This design comes from an exercise in tuning for small area on the open sky130 flow, not from production work. The RTL was checked by simulation tests, not by an equivalence proof against the original design.

==> 06-18: inputs <==
## sk7_mstep
module sk7_mstep (
    input  wire               clk,
    input  wire               rst,         
    input  wire               tick,        
    input  wire signed [31:0] x,           
    input  wire        [15:0] speed,       
    input  wire               vneg,        
    input  wire               at_rest,     
    input  wire               dir,         
    input  wire        [9:0]  e_off,       
    input  wire signed [15:0] lead,        
    input  wire        [2:0]  band_max,    
    input  wire        [11:0] amp,         
    input  wire        [15:0] vbus,        
    output wire               out_valid,
    output wire        [9:0]  addr,        
    output wire        [2:0]  band,        
    output reg  signed [11:0] ent_a,       
    output wire signed [11:0] ent_b,       
    output reg  signed [16:0] volt_a,      
    output wire signed [16:0] volt_b       
);
    reg  [9:0] e_prev;
    reg        have_prev;
    reg  [2:0] band_q;
    reg        adir_q;       
    localparam [1:0] PH_IDLE = 2'd0, PH_C = 2'd1, PH_A = 2'd2, PH_B = 2'd3;
    reg  [1:0] ph;
    reg  [3:0] k;
    reg  [23:0] R;           
    reg  [23:0] W;           
    reg  [11:0] A;           
    reg  [16:0] qacc;        
    wire [9:0] xx  = x[9:0] ^ {10{dir}};
    wire [9:0] cs_s = e_off ^ xx ^ lead[9:0];
    wire [9:0] cs_c = (e_off & xx) | (e_off & lead[9:0]) | (xx & lead[9:0]);
    wire [9:0] e_exact;
    sk7_radd #(10) u_eadd (.a(cs_s), .b({cs_c[8:0], dir}), .ci(1'b0), .s(e_exact), .co());
    wire [1:0] wq = e_exact[9:8] - {1'b0, ~e_exact[7]};
  ...
export LEC_CHECK = 0
export ABC_AREA = 1
export CAP_MARGIN = 20
export CORE_MARGIN = 2
export CORE_UTILIZATION = 40
export SLEW_MARGIN = 20
export SYNTH_MEMORY_MAX_BITS = 32768
create_clock -name core_clock -period 60.0 [get_ports {clk}]
standard.sh (not shown) runs the stock make flow with config.mk's settings and CLKGATE_MAP_FILE= SYNTH_SCRIPT=/design/flow/synth_recipe.tcl, a recipe that flattens the netlist after the stock synthesis.
==> flow/flow/run.sh <==
#!/bin/bash
# Layout flow: the standard flow, with two changes.
#  1. After the standard synthesis, its combinational logic is mapped again by
#     a stronger ABC script (flow/remap.tcl); registers are left untouched.
#  2. Ports are buffered with the smallest buffer; CTS uses clkbuf_4 in clusters of 8 and adds
#     no dummy loads.
# Each tool's output goes to a log file of its own in this folder.
set -euo pipefail
W=$PWD
RES=$W/orfs/results/sky130hd/sk7_mstep/base
LOGS=$W/orfs/logs/sky130hd/sk7_mstep/base

bash standard.sh synth > std_synth.log 2>&1

cp $RES/1_2_yosys.v std_synth_netlist.v.log
# the don't-use cells as the standard synthesis passed them to ABC
DU=$(grep -o -- "-dont_use [^ ]*" $LOGS/1_2_yosys.log | awk '{print $2}' | sort -u | tr '\n' ' ')
export REMAP_LIB=$FLOW_HOME/platforms/sky130hd/lib/sky130_fd_sc_hd__tt_025C_1v80.lib
export REMAP_IN=$W/std_synth_netlist.v.log
export REMAP_OUT=$RES/1_2_yosys.v
export REMAP_TOP=$FLOW_TOP
export REMAP_DONT_USE="$DU"
export REMAP_ABC=$W/flow/remap.abc
export REMAP_STAT_IN=$W/remap_stat_in.log
export REMAP_STAT_OUT=$W/remap_stat_out.log
yosys -c flow/remap.tcl > remap.log 2>&1

export BUFFER_PORTS_ARGS="-buffer_cell sky130_fd_sc_hd__buf_1"
export CTS_ARGS="-sink_clustering_enable -sink_clustering_size 8 -repair_clock_nets -dont_use_dummy_load -buf_list sky130_fd_sc_hd__clkbuf_4"
bash standard.sh > std_layout.log 2>&1
==> flow/flow/remap.tcl <==
# Re-map the combinational logic of the standard synthesis netlist with a
# stronger ABC script. Flip-flops, full/half adders and tie cells are kept as
# they are (same instances, names and cell types); everything else is read as
# its liberty function and mapped again. Then the standard synthesis's last
# steps are repeated: tie cells, split nets, buffered pass-throughs.
yosys -import
set lib $::env(REMAP_LIB)
read_liberty -ignore_miss_func $lib
blackbox sky130_fd_sc_hd__*df* sky130_fd_sc_hd__*dl* sky130_fd_sc_hd__fa_* sky130_fd_sc_hd__ha_* sky130_fd_sc_hd__conb_*
read_verilog $::env(REMAP_IN)
hierarchy -top $::env(REMAP_TOP)
tee -o $::env(REMAP_STAT_IN) stat -liberty $lib
flatten
opt -purge
set dont_use {}
foreach c $::env(REMAP_DONT_USE) { lappend dont_use -dont_use $c }
abc -script $::env(REMAP_ABC) -liberty $lib {*}$dont_use
opt_clean -purge
hilomap -singleton -hicell sky130_fd_sc_hd__conb_1 HI -locell sky130_fd_sc_hd__conb_1 LO
splitnets
opt_clean -purge
insbuf -buf sky130_fd_sc_hd__buf_4 A X
opt_clean -purge
tee -o $::env(REMAP_STAT_OUT) stat -liberty $lib
write_verilog -noattr -nohex -nodec $::env(REMAP_OUT)
Other scripts of this flow, unchanged in this note and not shown: flow/flow/remap.abc
==> 09-02 (differences from 06-18) <==
--- a/flow/flow/run.sh
+++ b/flow/flow/run.sh
@@ -4,3 +4,3 @@
 #     a stronger ABC script (flow/remap.tcl); registers are left untouched.
-#  2. Ports are buffered with the smallest buffer; CTS uses clkbuf_4 in clusters of 8 and adds
+#  2. Ports are buffered with the smallest buffer; CTS uses clkbuf_4 in clusters of 6 and adds
 #     no dummy loads.
@@ -28,3 +28,3 @@
 export BUFFER_PORTS_ARGS="-buffer_cell sky130_fd_sc_hd__buf_1"
-export CTS_ARGS="-sink_clustering_enable -sink_clustering_size 8 -repair_clock_nets -dont_use_dummy_load -buf_list sky130_fd_sc_hd__clkbuf_4"
+export CTS_ARGS="-sink_clustering_enable -sink_clustering_size 6 -repair_clock_nets -dont_use_dummy_load -buf_list sky130_fd_sc_hd__clkbuf_4"
 bash standard.sh > std_layout.log 2>&1
--- a/flow/flow/remap.tcl
+++ b/flow/flow/remap.tcl
@@ -2,3 +2,4 @@
 # stronger ABC script. Flip-flops, full/half adders and tie cells are kept as
-# they are (same instances, names and cell types); everything else is read as
+# they are (same instances, names and cell types); everything else, half adders
+# included, is read as
 # its liberty function and mapped again. Then the standard synthesis's last
@@ -8,3 +9,3 @@
 read_liberty -ignore_miss_func $lib
-blackbox sky130_fd_sc_hd__*df* sky130_fd_sc_hd__*dl* sky130_fd_sc_hd__fa_* sky130_fd_sc_hd__ha_* sky130_fd_sc_hd__conb_*
+blackbox sky130_fd_sc_hd__*df* sky130_fd_sc_hd__*dl* sky130_fd_sc_hd__fa_* sky130_fd_sc_hd__conb_*
 read_verilog $::env(REMAP_IN)
==> qor summary <==
| quantity | 09-02 | 06-18 |
|---|---|---|
| Highest fanout seen on the critical path | 26 | 27 |
| Violation count after the first detailed-route iteration | 631 | 615 |
| Die height | 152 µm | 157 µm |
| Combined global-route utilization of all metal layers | 0.197 | 0.185 |
| Met1 Resource Use GR | 0.259 | 0.256 |
| Worst min-delay path endpoint | W[22] | A[0] |
| Global placement routability congestion | 0.940 | 0.989 |
| Met3 global-route usage | 0.0382 | 0.0382 |
| Outcome | timing/DRC/antenna clean | timing/DRC/antenna clean |
| Minimum hold slack | 0.457 ns | 0.472 ns |
| Worst Max-Slew Pin Slew | 1.02 ns | 0.864 ns |
| Placed Area | 0.00978 mm² | 0.0104 mm² |
| Core utilization of the finished layout | 0.457 | 0.460 |
| Count of plain and timing-repair buffers in the layout | 165 | 163 |
| Clock buffers and inverters, area share | 0.0129 | 0.0122 |
| Layout Cell Area excl Fill | 0.00991 mm² | 0.0105 mm² |
| Register fraction of the total cell area | 0.321 | 0.304 |
| Final period demand of the worst path | 49.21 ns | 50.50 ns |
| Setup Skew | 0.0394 ns | 0.0410 ns |

==> port drivers added, routing unchanged <==
In the flow no input, the clock included, has a driving cell. The finished layouts below were timed again as built, in two steps. Step 1, drivers: a clkbuf_16 drives clk and a buf_2 each remaining input, both assumed. Step 2 times the ports against the registers' clock, not the clock port: input delays grow and output delays shrink by t, the midpoint of the rising clock arrivals with the driver on. a / b / c = no drivers / after step 1 / after step 2; a / b = the first two.
run	t, ns	setup slack, ns	worst hold slack (ns)	worst register clock-pin slew, ns
06-18	0.553	9.501 / 9.460 / 10.014	0.472 / 0.472 / 0.472	0.13 / 0.13
09-02	0.551	10.792 / 10.752 / 11.303	0.457 / 0.457 / 0.457	0.12 / 0.12
After both steps every run listed still meets setup and hold.
